Background: an optimization exercise with open tools, aiming at small area and a short achievable clock period. Do not read the settings as production practice. Function was checked by simulation only, so behaviour that the tests miss may differ from the original. Power and IR drop assume default switching activity.

==> flow/design.v, too long to show whole: its modules and the start of the top module <==
// module pixcorr: 4531 lines
module pixcorr (
    input  wire        clk,
    input  wire        rst,
    input  wire [31:0] cfg_dt,
    input  wire [31:0] cfg_h,
    input  wire [23:0] cfg_scene_ofs,
    input  wire [8:0]  cfg_alpha,
    input  wire [15:0] cfg_thr,
    input  wire        cfg_tf_en,
    input  wire        cfg_fresh,
    input  wire        frame_start,
    input  wire        frame_end,
    input  wire        in_valid,
    input  wire        in_blind,
    input  wire        in_sat,
    input  wire [23:0] in_xp,
    input  wire [23:0] in_b,
    input  wire [23:0] in_o,
    input  wire [15:0] in_d,
    input  wire [15:0] in_g,
    input  wire [15:0] in_s,
    output reg         out_valid,
    output reg  [15:0] out_y,
    output reg  [15:0] out_state,
    output reg         stats_valid,
    output reg  [19:0] st_nvalid,
    output reg  [19:0] st_ninvalid,
    output reg  [19:0] st_nbad,
    output reg  [19:0] st_nrsat,
    output reg  [19:0] st_clip_lo,
    output reg  [19:0] st_clip_hi,
    output reg  [19:0] st_motion,
    output reg  [15:0] st_min,
    output reg  [15:0] st_max,
    output reg  [35:0] st_sum
);
  // ...
==> flow/flow/run.sh <==
#!/bin/bash
set -euo pipefail
here=$(pwd)
margin=$(cat flow/margin.txt)
sed "s|\"\${@:-finish}\"|SETUP_SLACK_MARGIN=${margin} \"\${@:-finish}\"|" standard.sh > own_standard.sh
grep -q "SETUP_SLACK_MARGIN=${margin}" own_standard.sh
bash own_standard.sh > "$here/make_finish.log" 2>&1
==> flow/flow/margin.txt <==
12.0
==> flow/standard.sh <==
#!/bin/bash
# synth_recipe.tcl (not shown) runs the flow's synth.tcl, then flattens the netlist and writes it again
# the make line also repeats each setting of config.mk as NAME=value (left out here)
make -C /OpenROAD-flow-scripts/flow DESIGN_CONFIG=/design/flow/config.mk WORK_HOME=/design/flow/orfs CLKGATE_MAP_FILE= SYNTH_SCRIPT=/design/flow/synth_recipe.tcl "${@:-finish}"
==> flow/config.mk <==
export PLATFORM = sky130hd
export DESIGN_NAME = pixcorr
export DESIGN_NICKNAME = pixcorr
export VERILOG_FILES = /design/flow/design.v
export SDC_FILE = /design/flow/constraint.sdc
export NUM_CORES = 4
export LEC_CHECK = 0
export CAP_MARGIN = 20
export CORE_MARGIN = 2
export CORE_UTILIZATION = 40
export PLACE_DENSITY = 0.6
export SLEW_MARGIN = 20
==> flow/constraint.sdc <==
create_clock -name core_clock -period 16.0 [get_ports {clk}]
set_input_delay 3.2000 -clock core_clock [delete_from_list [all_inputs] [get_ports {clk}]]
set_output_delay 3.2000 -clock core_clock [all_outputs]
set_load 0.01 [all_outputs]
==> flow_summary.ini, run 1 <==
[status]
run_status = no timing/DRC/antenna violations

[cts]
ctsResizeCount = 1904
cts_tree = yes
cts_hold_buf = 0
cts.clk_slew.worst_paths_ns = 0.06
worstSkewPairLatency_ns = 0.72
cts_root_buffer = sky130_fd_sc_hd__clkbuf_16
numClockSinks = 805

[global_routing]
global_route_wire_length_before_repair_mm = 271
antenna_found_initial = 4
globalRouteOverflowTotal = 0

[critical_path]
critical_path.top_delay_family = flip-flops
worst-setup-path-type = reg -> out
launch_instance_of_the_worst_register_to_register_path = a_one[1]
timing.critical_path.depth = 1

[final_layout]
areaGrowthSynthToFinish_pct = 26.1
largest_register_ff_count = 36
final_design_area_no_fill_sq_um = 74600
final_core_utilization = 0.506
top_regs = st_sum x36, s2_ya x35, s2_yb x35
clockBufferCount = 128
nonClkBufAreaFrac = 0.126

[drt]
top_layer = met5
antenna_violating_nets_post_route = 0
drt-vias-per-instance = 5.26
num_vias = 46700
per_cell_routed_wire_length_microns = 20.1
met1Wirelength_mm = 71.7

[synth]
synthesis.nets = 7464
syn_area_per_cell_sq_um = 9.42
synth_top_flop_cell = sky130_fd_sc_hd__dfxtp_1
synth.cells.most_frequent = sky130_fd_sc_hd__inv_1 (872), sky130_fd_sc_hd__dfxtp_1 (805), sky130_fd_sc_hd__xnor2_1 (684), sky130_fd_sc_hd__fa_1 (601), sky130_fd_sc_hd__a22oi_1 (573)
synth_cells = 6278
synth_enable_flop_cells = 0

[sta]
post_route_fraction_of_the_period_consumed_by_the_critical_path = 0.276

[power_and_ir_drop]
comb_cell_power_w = 0.0118

[hold_path]
min_delay_worst_endpoint = s2_s[2]
holdCritStartpoint = s1b_s[2]
==> inputs of run 2 (changes only) <==
==> flow/flow/margin.txt (replaced) <==
11.5
==> run 2 against run 1 <==
Against the previous run: via count down 2.7%; non-clock buffer count shrank 270; clock power barely moved; wire length is 5.6% lower; register-to-register slack lost 0.11 ns; final area fell by 6.9%; sequential power is 2% lower; setup slack worse by 0.034 ns.
==> flow_summary.ini, run 2 <==
[global_routing]
global_route_wire_length_before_repair_mm = 266
globalRouteOverflowTotal = 0
first_global_vias = 46900
pin_count_of_the_biggest_net_entering_global_routing = 139
antenna_found_initial = 2
all_layer_gr_usage = 0.221

[synth]
synth-seq-cells = 805
synth_warnings = 1
synth_cells = 6278
syn_area_sq_um = 59100
synth_top_flop_cell = sky130_fd_sc_hd__dfxtp_1
yosys.cell_count.top_type = sky130_fd_sc_hd__inv_1
post-synth-top-area-fraction = 0.272
syn_area_per_cell_sq_um = 9.42
synth_area_leaders = sky130_fd_sc_hd__dfxtp_1 (27%), sky130_fd_sc_hd__fa_1 (20%), sky130_fd_sc_hd__xnor2_1 (10%), sky130_fd_sc_hd__a22oi_1 (7.3%), sky130_fd_sc_hd__ha_1 (7.3%)
synth.largest_area_cell = sky130_fd_sc_hd__dfxtp_1
synth_enable_flop_cells = 0
ys_seq_area_frac = 0.272
synth_cell_type_count = 82
async_flop_share = 0
synthesis.nets = 7464
synth.cells.most_frequent = sky130_fd_sc_hd__inv_1 (872), sky130_fd_sc_hd__dfxtp_1 (805), sky130_fd_sc_hd__xnor2_1 (684), sky130_fd_sc_hd__fa_1 (601), sky130_fd_sc_hd__a22oi_1 (573)

[power_and_ir_drop]
sequentialPowerShare = 0.199
power.clock.fraction = 0.138
switching_share = 0.472
power.static_leakage_nw = 30.3
power-per-cell-area_nw_per_um2 = 230
netSwitchingPower_w = 0.00753
p_total_w = 0.0160
max-vdd-ir-drop_mv = 0.186
combPwrFrac = 0.663
power.internal_w = 0.00842

[final_layout]
design.final.nets = 7788
final_core_utilization = 0.472
multi_input_gate_area_sq_um = 38200
registers.top_by_ff_count = st_sum
most-common-layout-cells = sky130_fd_sc_hd__inv_1 (870), sky130_fd_sc_hd__xnor2_1 (684), sky130_fd_sc_hd__fa_1 (600)
num_antenna_cells = 0
areaGrowthSynthToFinish_pct = 17.5
top_regs = st_sum x36, s2_ya x35, s2_yb x35
largest_register_ff_count = 36
num-fill-cells = 13900
combined_flip_flop_and_latch_cell_area_sq_um = 16600
drive_above_1_share = 0.141
layout_commonest_cell = sky130_fd_sc_hd__inv_1

[sta]
max_slew_margin = 0.286
setup_viol = 0
final.hold.worst_slack_ns = 0.292
slew_violations = 0
timing.final.crit_period_ns = 4.45
post_route_fraction_of_the_period_consumed_by_the_critical_path = 0.278
achievable-frequency_mhz = 224
tightest_slew_ns = 1.07
finalHoldViolations = 0
setup_repair_after_global_routing_missed_its_margin = yes
worst_clock_skew_ns = 0.0445
setup_total_negative_slack_ns = 0

[floorplan]
die_area_sq_um = 151000
placeableCoreArea_sq_um = 147000
die_y_microns = 389
floorplan.die.width_microns = 389
design.portCount = 484
fp-row-count = 141
initial_utilization = 0.401

[critical_path]
slowest_stage = sky130_fd_sc_hd__dfxtp_2
timing.critical_path.arrival_ns = 1.25
critical_path.top_delay_family = flip-flops
cp.required_ns = 12.80
list_of_cells_traversed_by_the_critical_path = buf_2
slowest_delay_ns = 0.37
startpoint_types = register
worst-setup-path-type = reg -> out
cp.buffers_inverters = 1
worst_setup_path_end_kind = output port
critPathMaxFanout = 1

[drt]
per_cell_routed_wire_length_microns = 19.6
drtPass1Iterations = 7
route.detailed.drc = 0
antenna_violating_nets_post_route = 0
drt-vias-per-instance = 5.28
num_vias = 45500
finalWirelength_mm = 169
dr.first_iter.drc_count = 2925

[job]
drv.max_cap_violation_count = 0

[status]
run_status = no timing/DRC/antenna violations

[cts]
htreeDepth = 3
cts_root_buffer = sky130_fd_sc_hd__clkbuf_16
cts_buf_count = 90
cts_tree = yes
numClockSinks = 805
worstSkewPairLatency_ns = 0.75
clock_tree.buffer_depth = 3
cts.clk_slew.worst_paths_ns = 0.06

[placement]
buffers_added_on_ports = 483
detailed_place_hpwl_mm = 123
finalWeightedCongestion = 0.922

[hold_path]
hold_path_class = reg -> reg
run 2: cell counts after synthesis:
No cell type changed its count.
run 2: cell families after synthesis:
kind of cell             share of synthesized area
adder cells (fa/ha/maj)                      0.276
XOR/XNOR                                     0.127
multiplexers                               0.00819
flip-flops                                   0.272
AO/OA/AOI/OAI                                0.135
buffers and inverters                       0.0853
AND/OR/NAND/NOR                             0.0963
run 2: layout make-up:
| cell class | count | area share |
|---|---|---|
| Multi-Input combinational cell | 4138 | 0.550 |
| Sequential cell | 805 | 0.240 |
| Timing Repair Buffer | 679 | 0.0809 |
| Inverter | 888 | 0.0486 |
| Clock buffer | 126 | 0.0370 |
| Tap cell | 1930 | 0.0348 |
| Clock inverter | 41 | 0.00955 |
run 2: through the flow:
step                worst slack (ns)  instances  cell area [sq um]
floorplan                      11.50       6278              59100
global placement               10.41       8298              65100
CTS                            11.41       8584              69000
finish                         11.55       8607              69500
global route                   11.44       8607              69500
detailed placement             10.35       8298              65100
run 2: path summary, 6_finish.rpt:
| path | from | end | depth (start not counted) | slack (ns) |
|---|---|---|---|---|
| max | out_state[12] | out_state[12] | 1 | 11.55 |
| min | s1b_s[3] | s2_s[3] | 0 | 0.29 |
| max reg2reg | s2_ya[12] | s3_d[0] | 13 | 11.66 |
| min reg2reg | s1b_s[3] | s2_s[3] | 0 | 0.29 |
run 2: metal layers:
metal	wire, microns	vias to the layer above	GRT usage
li1	-	21100	-
met1	71000	22200	0.280
met2	79400	1787	0.373
met3	12200	341	0.0417
met4	5940	2	0.0802
met5	13	-	0
run 2: power by group through the flow:
stage | combinational [W] | sequential (W) | clock, W
5_1_grt | 0.0121 | 0.00320 | 0.00234
4_1_cts | 0.0105 | 0.00314 | 0.00227
2_1_floorplan | 0.00775 | 0.00272 | 0
3_5_place_dp | 0.0104 | 0.00321 | 0
6_report | 0.0106 | 0.00317 | 0.00220
3_3_place_gp | 0.0102 | 0.00321 | 0
run 2: what timing repair did:
action                                  4_1_cts  5_1_grt
pin swaps                                     0        9
hold endpoints to repair                      0        0
hold buffers                                  0        0
resized for setup                          1407       82
endpoints found under the setup margin      340      158
buffers inserted                            119       23
cloned                                        0        0

[afterwards: timing with drivers on the ports]
How much do the figures lean on ideal ports? The routed layouts below were timed once more, with nothing changed but the port constraints.
Step 1, drivers: a clkbuf_16 drives clk and a buf_2 each remaining input, both assumed.
Step 2 also shifts input and output timing later by t, the mid clock arrival at the registers, as if the neighbouring blocks saw the same clock.
Three values: ideal ports, drivers, drivers and shift; two values: the first two.
run | t, ns | slack for setup (ns) | hold slack, ns | worst setup path after step 2
run 1 | 0.768 | 11.580 / 11.500 / 11.326 | 0.282 / 0.282 / 0.282 | input to register
run 2 | 0.801 | 11.546 / 11.470 / 10.866 | 0.292 / 0.292 / 0.292 | input to register
After both steps every run listed still meets setup and hold. The setup slack of run 2, which loses most, moves by -0.076 ns with the drivers and by -0.680 ns with both steps.
